This is an optimization exercise on Yosys and OpenROAD, whose aim is small area, a short achievable clock period and few clock cycles per item, not a production implementation.
Function was checked by simulation only, so behaviour that the tests miss may differ from the original.

$ cat flow/design.v
module sincos_interp (
    input  wire               clk,
    input  wire               rst,
    input  wire [12:0]        interp,
    input  wire [11:0]        win_lo,
    input  wire [11:0]        win_hi,
    input  wire [7:0]         win_n,
    input  wire               in_valid,
    output wire               in_ready,
    input  wire signed [13:0] in_s,
    input  wire signed [13:0] in_c,
    input  wire [1:0]         in_q,
    input  wire [31:0]        in_p,
    output reg                out_valid,
    output reg                out_used,
    output reg  [31:0]        out_count,
    output reg                out_amp,
    output reg                out_raise
);
    localparam integer ITERS = 24;    
    localparam integer FRAC  = 20;    
    localparam integer XW    = 16 + FRAC;
    localparam integer ZW    = 30;    
    localparam [ZW-1:0] QUARTER = 30'd67108864;   
    localparam [1:0] S_IDLE = 2'd0, S_PREP = 2'd1, S_ITER = 2'd2, S_DONE = 2'd3;
    reg [1:0] state;
    reg [4:0] iter;
    reg signed [13:0] smp_s, smp_c;
    reg [1:0]         smp_q;
    reg [31:0]        smp_p;
    reg               in_win;      
    reg               in_quad;      
    reg               upper;       
    reg signed [XW-1:0] x, y;
    reg signed [ZW-1:0] z;
    reg [8:0] out_run, in_run;
    reg       amp;
    assign in_ready = (state == S_IDLE);
    function [ZW-1:0] atan_tab;
        input [4:0] i;
        begin
            case (i)
                5'd0:  atan_tab = 30'd33554432;
                5'd1:  atan_tab = 30'd19808338;
                5'd2:  atan_tab = 30'd10466182;
                5'd3:  atan_tab = 30'd5312797;
                5'd4:  atan_tab = 30'd2666708;
                5'd5:  atan_tab = 30'd1334654;
                5'd6:  atan_tab = 30'd667490;
                5'd7:  atan_tab = 30'd333765;
                5'd8:  atan_tab = 30'd166885;
                5'd9:  atan_tab = 30'd83443;
                5'd10: atan_tab = 30'd41722;
                5'd11: atan_tab = 30'd20861;
                5'd12: atan_tab = 30'd10430;
                5'd13: atan_tab = 30'd5215;
                5'd14: atan_tab = 30'd2608;
                5'd15: atan_tab = 30'd1304;
                5'd16: atan_tab = 30'd652;
                5'd17: atan_tab = 30'd326;
                5'd18: atan_tab = 30'd163;
                5'd19: atan_tab = 30'd81;
                5'd20: atan_tab = 30'd41;
                5'd21: atan_tab = 30'd20;
                5'd22: atan_tab = 30'd10;
                5'd23: atan_tab = 30'd5;
                default: atan_tab = 30'd0;
            endcase
        end
    endfunction
    reg signed [14:0] rc, rs;    
    always @(*) begin
        case (smp_q)
            2'd0: begin rc =  smp_c; rs =  smp_s; end
            2'd1: begin rc =  smp_s; rs = -smp_c; end
            2'd2: begin rc = -smp_c; rs = -smp_s; end
            default: begin rc = -smp_s; rs =  smp_c; end
        endcase
    end
    wire [27:0] mag2   = smp_s * smp_s + smp_c * smp_c;
    wire [27:0] lo_lim = {2'b00, win_lo, 14'd0};
    wire [27:0] hi_lim = {2'b00, win_hi, 14'd0};
    wire        win_ok = !(mag2 < lo_lim) && !(mag2 > hi_lim);
    wire signed [XW-1:0] x_sh = x >>> iter;
    wire signed [XW-1:0] y_sh = y >>> iter;
    wire [ZW-1:0]        at   = atan_tab(iter);
    reg  [ZW-1:0] phi;           
    always @(*) begin
        if (!in_quad)
            phi = upper ? QUARTER : {ZW{1'b0}};
        else if (z[ZW-1])
            phi = {ZW{1'b0}};
        else if (z > QUARTER)
            phi = QUARTER;
        else
            phi = z;
    end
    wire [28:0] turn    = {smp_q, 26'd0} + phi[28:0];
    wire [41:0] scaled  = turn * interp;
    wire [12:0] fine    = scaled[40:28];
    wire [31:0] base    = smp_p * interp;
    wire [31:0] count   = base + {19'd0, fine};
    wire [8:0]  out_run_n = in_win ? 9'd0 : (out_run == 9'd511 ? out_run : out_run + 9'd1);
    wire [8:0]  in_run_n  = in_win ? (in_run == 9'd511 ? in_run : in_run + 9'd1) : 9'd0;
    wire        raise_n   = !amp && !in_win && (out_run_n > {1'b0, win_n});
    wire        clear_n   = amp && in_win && (in_run_n >= {1'b0, win_n});
    wire        amp_n     = raise_n ? 1'b1 : (clear_n ? 1'b0 : amp);
    always @(posedge clk) begin
        if (rst) begin
            state     <= S_IDLE;
            iter      <= 5'd0;
            out_valid <= 1'b0;
            out_used  <= 1'b0;
            out_count <= 32'd0;
            out_amp   <= 1'b0;
            out_raise <= 1'b0;
            out_run   <= 9'd0;
            in_run    <= 9'd0;
            amp       <= 1'b0;
        end else begin
            out_valid <= 1'b0;
            case (state)
                S_IDLE: begin
                    if (in_valid) begin
                        smp_s <= in_s;
                        smp_c <= in_c;
                        smp_q <= in_q;
                        smp_p <= in_p;
                        state <= S_PREP;
                    end
                end
                S_PREP: begin
                    in_win <= win_ok;
                    in_quad <= !rc[14] && !rs[14];
                    upper  <= rs > rc;
                    x      <= {{(XW-15-FRAC){rc[14]}}, rc, {FRAC{1'b0}}};
                    y      <= {{(XW-15-FRAC){rs[14]}}, rs, {FRAC{1'b0}}};
                    z      <= {ZW{1'b0}};
                    iter   <= 5'd0;
                    state  <= S_ITER;
                end
                S_ITER: begin
                    if (!y[XW-1]) begin
                        x <= x + y_sh;
                        y <= y - x_sh;
                        z <= z + at;
                    end else begin
                        x <= x - y_sh;
                        y <= y + x_sh;
                        z <= z - at;
                    end
                    iter <= iter + 5'd1;
                    if (iter == ITERS - 1)
                        state <= S_DONE;
                end
                S_DONE: begin
                    out_valid <= 1'b1;
                    out_used  <= in_win;
                    out_count <= count;
                    out_amp   <= amp_n;
                    out_raise <= raise_n;
                    out_run   <= out_run_n;
                    in_run    <= in_run_n;
                    amp       <= amp_n;
                    state     <= S_IDLE;
                end
            endcase
        end
    end
endmodule
$ cat flow/run.sh
#!/bin/bash
# synth_recipe.tcl (not shown) runs the flow's synth.tcl, then flattens the netlist and writes it again
# the make line also repeats each setting of config.mk as NAME=value (left out here)
make -C /OpenROAD-flow-scripts/flow DESIGN_CONFIG=/design/flow/config.mk WORK_HOME=/design/flow/orfs CLKGATE_MAP_FILE= SYNTH_SCRIPT=/design/flow/synth_recipe.tcl finish
$ cat flow/config.mk
export PLATFORM = sky130hd
export DESIGN_NAME = sincos_interp
export DESIGN_NICKNAME = sincos_interp
export VERILOG_FILES = /design/flow/design.v
export SDC_FILE = /design/flow/constraint.sdc
export NUM_CORES = 4
export LEC_CHECK = 0
export CAP_MARGIN = 20
export CORE_MARGIN = 2
export CORE_UTILIZATION = 40
export SLEW_MARGIN = 20
$ cat flow/constraint.sdc
create_clock -name core_clock -period 12.0 [get_ports {clk}]
set_input_delay 2.4000 -clock core_clock [delete_from_list [all_inputs] [get_ports {clk}]]
set_output_delay 2.4000 -clock core_clock [all_outputs]
set_load 0.01 [all_outputs]
==> flow_summary.toml <==
[outcome]
status = "complete, no violations"

[global_route]
track_usage = 0.222
grt_pass1_vias = 47700
antenna_found_initial = 10
grt_max_degree = 83
overflow = 0
grt_pass1_wl_um = 267000

[synth]
netlist_instances = 6561
ys_ff_latch = 254
synth.avg_cell_area_um2 = 9.09
ys_seq_area_frac = 0.113
synth_edf_count = 167
ys_types = 104
synth_area_um2 = 59600
syn_nets = 8090
synthArstFlopShare = 0
synth-main-ff-cell = "edfxtp_1"
yosysWarnings = 1

[cts]
clkTransAtPathRegs_ns = 0.07
cts_setup_buffers = 0
cts_num_sinks = 254
cts_tree = "done"
cts_buffers = 35
clock-root-buffer = "clkbuf_16"
clkLatencyLatePin_ns = 0.62
cts_max_path_buffers = 3
h-tree-depth = 2

[setup_path]
crit_family = "adder cells"
endpoint = "out_count[30]"
cp_max_fo = 28
slowest_delay_ns = 0.55
worst-setup-path-type = "in -> reg"
rr_worst_depth = 39
path_common_cell = "fa_1"
cp-start-kind = "input port"
regToRegStartpoint = "z[3]"
worst_setup_path_end_kind = "register"
crit_arrival_ns = 11.86
rrSetupSlack_ns = 1.03
crit_start = "interp[1]"
worst-path-buf-inv = 7
reg2reg_to = "out_count[30]"
crit_cells = 36
required_ns = 12.52
cp_slowest_cell = "fa_1"

[sta]
fin_tns_setup_ns = 0
maxSlewViolCount = 0
relSlewSlack = 0.276
fin_crit_sh = 0.945
worst_pin_slew_ns = 1.09
skew_ns = 0.0576
max_freq_mhz = 88.2
hold_viol = 0
min_period_ns = 11.34
rsz0062_at_grt = "no"
setup_viol = 0

[layout]
final_cells = 8453
fillers = 14400
multi_input_area_um2 = 47400
finish.instance_area_um2 = 64000
seq_area_um2 = 6770
drive_above_1_share = 0.0589
final_nets = 8023
area_delta_synth_final_pct = 7.29

[place]
io_buffer_count = 146
gp_congestion = 0.922
place_hpwl_um = 133000
dp_cells = 8387
place_area_um2 = 62700

[hold_path]
hold_path_class = "reg -> reg"

[route]
drtIter0Drc = 3569
firstDrtPassIters = 8
drt-vias-per-instance = 5.51
wire_per_inst_um = 19.9
drc = 0
ant_nets = 0
vias = 46600
wl_um = 168000

[floorplanning]
io_pins = 147
fp.dieH_um = 390
num_rows = 141
die_width_um = 390
initial_core_util = 0.403
die_area_um2 = 152000
core_area_um2 = 148000

[job]
maxCapViolCount = 0
-- worst min-delay path by stage --
stage                   start   endpoint  cells after the start
finish              out_raise  out_raise                      2
detailed placement  out_raise  out_raise                      2
floorplan           in_run[0]  in_run[0]                      2
global placement     out_used   out_used                      2
global route        out_raise  out_raise                      2
CTS                 out_raise  out_raise                      2
-- through the flow --
stage | setup WS [ns] | hold WS, ns | util
floorplan | 1.23 | 0.477 | -
global placement | 0.302 | 0.456 | 0.424
detailed placement | 0.0346 | 0.462 | 0.424
CTS | 0.652 | 0.471 | 0.433
global route | 0.0148 | 0.514 | 0.433
finish | 0.663 | 0.468 | 0.433
-- synth_stat cells, drive strengths merged (34+ instances only) --
cell type  count  area (um2)
inv         1093        4100
fa           967       19400
nand2        772        2900
ha           452        5660
nor2         373        1420
and2         353        2210
a21oi        265        1330
clkbuf       241         908
xnor2        203        1780
edfxtp       167        5010
o21ai        141         706
mux4         116        2660
mux2i        105        1060
nand3         92         460
buf           89         502
a21o          88         661
dfxtp         87        1740
xor2          83         727
nor3          81         410
and3          69         432
a31oi         55         344
mux2          51         582
nand2b        51         319
nor2b         49         307
o21a          44         330
a211oi        34         265
-- repair_timing --
item                                    4_1_cts  5_1_grt
hold buffers                                  0        0
endpoints found under the setup margin        0        1
gates resized for setup                       0        1
-- cell families (layout without fill, tap and decap cells) --
family	after synthesis	after routing	synth area share
buffers and inverters	1431	1391	0.0929
multiplexers	272	272	0.0721
flip-flops	254	254	0.113
AND/OR/NAND/NOR	2010	2010	0.163
other	1	3	0.0000629
AO/OA/AOI/OAI	888	888	0.0976
adder cells (fa/ha/maj)	1419	1419	0.419
XOR/XNOR	286	286	0.0420
-- placed cells by master, fill, tap and decap left out, types with 14 or more instances in the layout --
master / count
a211oi_1: 32
a21o_1: 88
a21oi_1: 265
a221oi_1: 15
a31oi_1: 55
and2_1: 352
and3_1: 69
buf_2: 14
buf_4: 78
clkbuf_16: 37
clkdlybuf4s50_1: 132
dfxtp_1: 82
edfxtp_1: 167
fa_1: 967
ha_1: 450
inv_1: 1089
mux2_2: 46
mux2i_1: 104
mux4_2: 104
nand2_1: 772
nand2b_1: 51
nand3_1: 92
nand4_1: 29
nor2_1: 368
nor2b_1: 48
nor3_1: 80
nor4_1: 17
o211ai_1: 30
o21a_1: 44
o21ai_0: 137
o21bai_1: 28
o31ai_1: 17
or2_2: 24
or3_1: 29
xnor2_1: 203
xor2_1: 83
-- cell type report --
type,count,share of cell area
sequential,254,0.106
multi-input combinational,4876,0.740
timing repair buffer,226,0.0315
clock buffer,43,0.0153
inverter,1101,0.0646
clock inverter,21,0.00465
tap,1930,0.0377
antenna,2,0.0000782
-- registers in the layout, indices dropped and copies added, names as in the netlist, 2 cells and up --
register / flops
out_run: 9
iter: 5
x: 36
at: 26
smp_p: 32
z: 30
smp_c: 14
out_count: 32
in_run: 9
smp_q: 2
smp_s: 14
state: 2
y: 36
-- layer usage --
metal,wire length (um),vias to the layer above,GRT usage
met2,79500,1562,0.367
met3,11300,315,0.0279
li1,-,21200,-
met5,0,-,0
met4,5780,0,0.0731
met1,71300,23500,0.301
-- worst register-to-register path: cells and delay by family (launching register included) --
kind            cells  cell delay (ns)
xor+xnor            1             0.10
flops               1             0.44
compound gates     13             2.90
fa+ha+maj           8             3.60
buf+inv             6             0.77
simple gates       11             3.10
Testbench counts, summed over its fixed seeds: cycles 86,408, items 3,200.

==> afterwards: timing with drivers on the ports <==
The results above use ideal ports. As a check the final layout listed here was re-extracted and re-timed, cells and wires unchanged. Step 1, drivers: a clkbuf_16 drives clk and a buf_2 each remaining input, both assumed. Step 2 times the ports against the registers' clock, not the clock port: input delays grow and output delays shrink by t, the midpoint of the rising clock arrivals with the driver on. a / b / c = ideal / step 1 / step 2; a / b = the first two.
t (ns): 0.671
setup slack, ns: 0.663 / 0.671 / 0.000
worst setup path at the end: input to register
For this run, drivers alone change the setup slack by +0.008 ns; drivers and shift together by -0.663 ns.
